What follows belongs to an exercise in optimizing a design on an open flow for small area and a short achievable clock period; a production flow would make more cautious choices.
Power figures rest on the tool's default switching activity, not on a simulated workload.

## pine
==> flow/design.v (excerpt) <==
module bsm_burst_check (
    input  wire         clk,
    input  wire         rst,           
    input  wire         in_valid,
    input  wire [639:0] in_burst,      
    input  wire [47:0]  in_addr,       
    input  wire [13:0]  in_gen,        
    output reg          out_valid,
    output wire [511:0] out_data,      
    output reg  [2:0]   out_cls0,      
    output reg  [2:0]   out_cls1,      
    output reg  [31:0]  out_synd0,     
    output reg  [31:0]  out_synd1,     
    output reg  [1:0]   out_ss,        
    output reg  [1:0]   out_poison,    
    output reg          out_addr_mis,  
    output reg          out_gen_mis,   
    output reg          out_wb,        
    output wire [15:0]  ce_cnt,        
    output wire [15:0]  ue_cnt         
);
For scale: about 35000 um2 of cells after synthesis.
==> module bsm_casement_syn, before the edit <==
module bsm_casement_syn (
    input  wire [288:0] word,
    output wire [15:0]  st,      
    output wire [15:0]  sm,      
    output wire         ss,      
    output wire [2:0]   cls,     
    output wire [15:0]  er,      
    output wire         ce,      
    output wire         ue,      
    output wire         poison   
);
    wire [255:0] d = word[255:0];
    wire [15:0]  tb = word[271:256];
    wire [15:0]  mb = word[287:272];
    wire         sb = word[288];
    reg [15:0] t;
    reg [15:0] m;
    integer    r, c;
    always @* begin
        for (r = 0; r < 16; r = r + 1)
            t[r] = ^d[16*r +: 16];
        for (c = 0; c < 16; c = c + 1) begin
            m[c] = 1'b0;
            for (r = 0; r < 16; r = r + 1)
                m[c] = m[c] ^ d[16*r + c];
        end
    end
    assign st = t ^ tb;
    assign sm = m ^ mb;
    assign ss = (^t) ^ sb;
    wire q = (^tb) ^ sb;
    wire zt, ot, zm, om;
    bsm_onehot16 u_t (.x(st), .z(zt), .o(ot));
    bsm_onehot16 u_m (.x(sm), .z(zm), .o(om));
    wire dz        = ~|(d[255:128] | d[127:0]);
    wire psn       = dz & (&tb) & (&mb) & sb;
    wire no_error  = zt & zm & ~q;
    wire data_err  = ot & om & ~q;
    wire corr      = (zt | ot) & (q ? zm : om);      
    wire unc       = ~(psn | no_error | corr);
    assign cls    = {psn, psn | unc | (corr & ~data_err), data_err | unc};
    assign er     = st & {16{data_err}};
    assign ce     = corr;
    assign ue     = unc;
    assign poison = psn | unc;
endmodule
==> module bsm_burst_check, before the edit <==
module bsm_burst_check (
    input  wire         clk,
    input  wire         rst,           
    input  wire         in_valid,
    input  wire [639:0] in_burst,      
    input  wire [47:0]  in_addr,       
    input  wire [13:0]  in_gen,        
    output reg          out_valid,
    output wire [511:0] out_data,      
    output reg  [2:0]   out_cls0,      
    output reg  [2:0]   out_cls1,      
    output reg  [31:0]  out_synd0,     
    output reg  [31:0]  out_synd1,     
    output reg  [1:0]   out_ss,        
    output reg  [1:0]   out_poison,    
    output reg          out_addr_mis,  
    output reg          out_gen_mis,   
    output reg          out_wb,        
    output wire [15:0]  ce_cnt,        
    output wire [15:0]  ue_cnt         
);
    wire [15:0] st0, sm0, st1, sm1, er0, er1;
    wire        ss0, ss1;
    wire [2:0]  cls0, cls1;
    wire        ce0, ue0, p0, ce1, ue1, p1;
    bsm_casement_syn u_syn0 (
        .word (in_burst[288:0]),
        .st (st0), .sm (sm0), .ss (ss0), .cls (cls0), .er (er0),
        .ce (ce0), .ue (ue0), .poison (p0)
    );
    bsm_casement_syn u_syn1 (
        .word (in_burst[577:289]),
        .st (st1), .sm (sm1), .ss (ss1), .cls (cls1), .er (er1),
        .ce (ce1), .ue (ue1), .poison (p1)
    );
    wire addr_mis  = (in_burst[625:578] != in_addr);
    wire gen_mis   = (in_burst[639:626] != in_gen);
    wire lintel_ok = ~addr_mis & ~gen_mis;
    wire cnt = in_valid & lintel_ok;
    reg [255:0] r_d0, r_d1;
    reg [15:0]  r_er0, r_er1;
    reg [1:0]   r_ce_inc, r_ue_inc;  
    always @(posedge clk) begin
        if (rst) begin
            out_valid <= 1'b0;
            r_ce_inc  <= 2'd0;
            r_ue_inc  <= 2'd0;
        end else begin
            out_valid <= in_valid;
            r_ce_inc  <= {cnt & ce0 & ce1, cnt & (ce0 ^ ce1)};
            r_ue_inc  <= {cnt & ue0 & ue1, cnt & (ue0 ^ ue1)};
        end
        r_d0         <= in_burst[255:0];
        r_d1         <= in_burst[544:289];
        r_er0        <= er0;
        r_er1        <= er1;
        out_cls0     <= cls0;
        out_cls1     <= cls1;
        out_synd0    <= {sm0, st0};
        out_synd1    <= {sm1, st1};
        out_ss       <= {ss1, ss0};
        out_poison   <= {p1, p0};
        out_addr_mis <= addr_mis;
        out_gen_mis  <= gen_mis;
        out_wb       <= lintel_ok & (ce0 | ce1);
    end
    wire [255:0] data0, data1;
    bsm_casement_fix u_fix0 (
        .d (r_d0), .er (r_er0), .sm (out_synd0[31:16]), .data (data0)
    );
    bsm_casement_fix u_fix1 (
        .d (r_d1), .er (r_er1), .sm (out_synd1[31:16]), .data (data1)
    );
    assign out_data = {data1, data0};
    bsm_err_cnt u_ce (.clk (clk), .rst (rst), .inc (r_ce_inc), .cnt (ce_cnt));
    bsm_err_cnt u_ue (.clk (clk), .rst (rst), .inc (r_ue_inc), .cnt (ue_cnt));
endmodule
==> module bsm_err_cnt, before the edit <==
module bsm_err_cnt (
    input  wire        clk,
    input  wire        rst,
    input  wire [1:0]  inc,
    output wire [15:0] cnt
);
    reg [15:0] c;
    reg [14:0] u;
    reg        cmax;
    wire sel_u = inc[1] | (inc[0] & c[0]);
    assign cnt[15:1] = sel_u ? u : c[15:1];
    assign cnt[0]    = inc[1] ? (c[0] | cmax) :
                       inc[0] ? (~c[0] | cmax) : c[0];
    always @(posedge clk) begin
        if (rst) begin
            c    <= 16'd0;
            u    <= 15'd1;
            cmax <= 1'b0;
        end else begin
            c    <= cnt;
            u    <= (&cnt[15:1]) ? 15'h7FFF : cnt[15:1] + 15'd1;
            cmax <= &cnt[15:1];
        end
    end
endmodule
export LEC_CHECK = 0
export CAP_MARGIN = 20
export CORE_AREA = 60 60 320 320
export DIE_AREA = 0 0 380 380
export SLEW_MARGIN = 20
create_clock -name core_clock -period 10.0 [get_ports {clk}]
standard.sh (not shown) runs the stock make flow with config.mk's settings and CLKGATE_MAP_FILE= SYNTH_SCRIPT=/design/flow/synth_recipe.tcl, a recipe that flattens the netlist after the stock synthesis.
==> flow/flow/run.sh <==
#!/bin/bash
# The standard layout, with two changes to how it is made:
#  - port buffers are buf_1 cells (the smallest buffer) instead of the
#    resizer's default pick; repair may still size them up;
#  - from clock-tree synthesis on, timing repair aims at a setup slack of
#    SETUP_MARGIN ns at the design's clock period, so the layout is
#    optimised for a shorter achieved period. The clock period and the
#    constraints are unchanged.
# Each make run's full output goes to its own log here; ORFS's per-step
# logs are under orfs/logs.
set -euo pipefail
SETUP_MARGIN=5.0
export BUFFER_PORTS_ARGS="-buffer_cell sky130_fd_sc_hd__buf_1"
bash standard.sh "BUFFER_PORTS_ARGS=$BUFFER_PORTS_ARGS" synth floorplan place \
    > make_synth_place.log 2>&1
bash standard.sh "BUFFER_PORTS_ARGS=$BUFFER_PORTS_ARGS" \
    SETUP_SLACK_MARGIN=$SETUP_MARGIN finish > make_cts_finish.log 2>&1
The inputs of oak differ from those of pine as listed below.
--- a/flow/design.v
+++ b/flow/design.v
@@ -29,21 +29,20 @@
     assign sm = m ^ mb;
     assign ss = (^t) ^ sb;
     wire q = (^tb) ^ sb;
     wire zt, ot, zm, om;
     bsm_onehot16 u_t (.x(st), .z(zt), .o(ot));
     bsm_onehot16 u_m (.x(sm), .z(zm), .o(om));
-    wire dz        = ~|(d[255:128] | d[127:0]);
-    wire psn       = dz & (&tb) & (&mb) & sb;
+    wire psn       = ~(|d) & (&tb) & (&mb) & sb;
     wire no_error  = zt & zm & ~q;
     wire data_err  = ot & om & ~q;
-    wire corr      = (zt | ot) & (q ? zm : om);      
-    wire unc       = ~(psn | no_error | corr);
-    assign cls    = {psn, psn | unc | (corr & ~data_err), data_err | unc};
+    wire check_err = (ot & zm & q) | (zt & om & ~q) | (zt & zm & q);
+    wire unc       = ~(psn | no_error | data_err | check_err);
+    assign cls    = {psn, psn | check_err | unc, data_err | unc};
     assign er     = st & {16{data_err}};
-    assign ce     = corr;
+    assign ce     = data_err | check_err;
     assign ue     = unc;
     assign poison = psn | unc;
 endmodule
 module bsm_onehot16 (
     input  wire [15:0] x,
     output wire        z,
@@ -115,22 +114,27 @@
     wire addr_mis  = (in_burst[625:578] != in_addr);
     wire gen_mis   = (in_burst[639:626] != in_gen);
     wire lintel_ok = ~addr_mis & ~gen_mis;
     wire cnt = in_valid & lintel_ok;
     reg [255:0] r_d0, r_d1;
     reg [15:0]  r_er0, r_er1;
-    reg [1:0]   r_ce_inc, r_ue_inc;  
+    reg [1:0]   r_ce_inc, r_ue_inc;
+    reg [15:0]  r_ce, r_ue;        
     always @(posedge clk) begin
         if (rst) begin
             out_valid <= 1'b0;
             r_ce_inc  <= 2'd0;
             r_ue_inc  <= 2'd0;
+            r_ce      <= 16'd0;
+            r_ue      <= 16'd0;
         end else begin
             out_valid <= in_valid;
             r_ce_inc  <= {cnt & ce0 & ce1, cnt & (ce0 ^ ce1)};
             r_ue_inc  <= {cnt & ue0 & ue1, cnt & (ue0 ^ ue1)};
+            r_ce      <= ce_cnt;
+            r_ue      <= ue_cnt;
         end
         r_d0         <= in_burst[255:0];
         r_d1         <= in_burst[544:289];
         r_er0        <= er0;
         r_er1        <= er1;
         out_cls0     <= cls0;
@@ -148,34 +152,13 @@
         .d (r_d0), .er (r_er0), .sm (out_synd0[31:16]), .data (data0)
     );
     bsm_casement_fix u_fix1 (
         .d (r_d1), .er (r_er1), .sm (out_synd1[31:16]), .data (data1)
     );
     assign out_data = {data1, data0};
-    bsm_err_cnt u_ce (.clk (clk), .rst (rst), .inc (r_ce_inc), .cnt (ce_cnt));
-    bsm_err_cnt u_ue (.clk (clk), .rst (rst), .inc (r_ue_inc), .cnt (ue_cnt));
+    wire [15:0] ce_p1 = (&r_ce)       ? 16'hFFFF : r_ce + 16'd1;
+    wire [15:0] ce_p2 = (&r_ce[15:1]) ? 16'hFFFF : r_ce + 16'd2;
+    wire [15:0] ue_p1 = (&r_ue)       ? 16'hFFFF : r_ue + 16'd1;
+    wire [15:0] ue_p2 = (&r_ue[15:1]) ? 16'hFFFF : r_ue + 16'd2;
+    assign ce_cnt = r_ce_inc[1] ? ce_p2 : r_ce_inc[0] ? ce_p1 : r_ce;
+    assign ue_cnt = r_ue_inc[1] ? ue_p2 : r_ue_inc[0] ? ue_p1 : r_ue;
 endmodule
-module bsm_err_cnt (
-    input  wire        clk,
-    input  wire        rst,
-    input  wire [1:0]  inc,
-    output wire [15:0] cnt
-);
-    reg [15:0] c;
-    reg [14:0] u;
-    reg        cmax;
-    wire sel_u = inc[1] | (inc[0] & c[0]);
-    assign cnt[15:1] = sel_u ? u : c[15:1];
-    assign cnt[0]    = inc[1] ? (c[0] | cmax) :
-                       inc[0] ? (~c[0] | cmax) : c[0];
-    always @(posedge clk) begin
-        if (rst) begin
-            c    <= 16'd0;
-            u    <= 15'd1;
-            cmax <= 1'b0;
-        end else begin
-            c    <= cnt;
-            u    <= (&cnt[15:1]) ? 15'h7FFF : cnt[15:1] + 15'd1;
-            cmax <= &cnt[15:1];
-        end
-    end
-endmodule
Notes after the runs:
oak reached the final stage; the timing, design-rule and antenna checks on its layout passed.
pine has completed all stages; timing, DRC and antenna checks passed.
Delta (oak minus pine): cell count saw an increase; number of sequential storage elements saw a decrease; share of total power in combinational logic saw a decrease.
Area of the mapped netlist delta for oak relative to pine: 5.3% higher
Diff oak and pine: initial standard-cell utilization of the core higher in oak
oak ended up with a lower share of cell area taken by flip-flops and latches than pine did.
Function was not checked in any run of this note: the RTL went through the layout flow alone.

separate check: timing with driven ports:
How much do the figures lean on ideal ports? The routed layouts below were timed once more, with nothing changed but the port constraints.
Step 1, drivers: a clkbuf_16 drives clk and a buf_2 each remaining input, both assumed.
Step 2 adds t to the input delays and takes it off the output delays; t is the mean of the earliest and latest rising clock arrival at the registers after step 1. Input paths then give back, and output paths get back, about the clock's delay inside the block.
Three values: no drivers, after step 1, after step 2; two values: the first two.
run	t (ns)	setup WS [ns]	worst hold slack (ns)	worst setup path at the end	pins driven straight from the clock port
pine	0.712	4.904 / 4.889 / 4.178	0.487 / 0.487 / 0.487	input to register	1
oak	0.703	4.923 / 4.931 / 4.228	0.557 / 0.557 / 0.557	input to register	1
After both steps every run listed still meets setup and hold. The setup slack of pine, which loses most, moves by -0.015 ns with the drivers and by -0.726 ns with both steps.
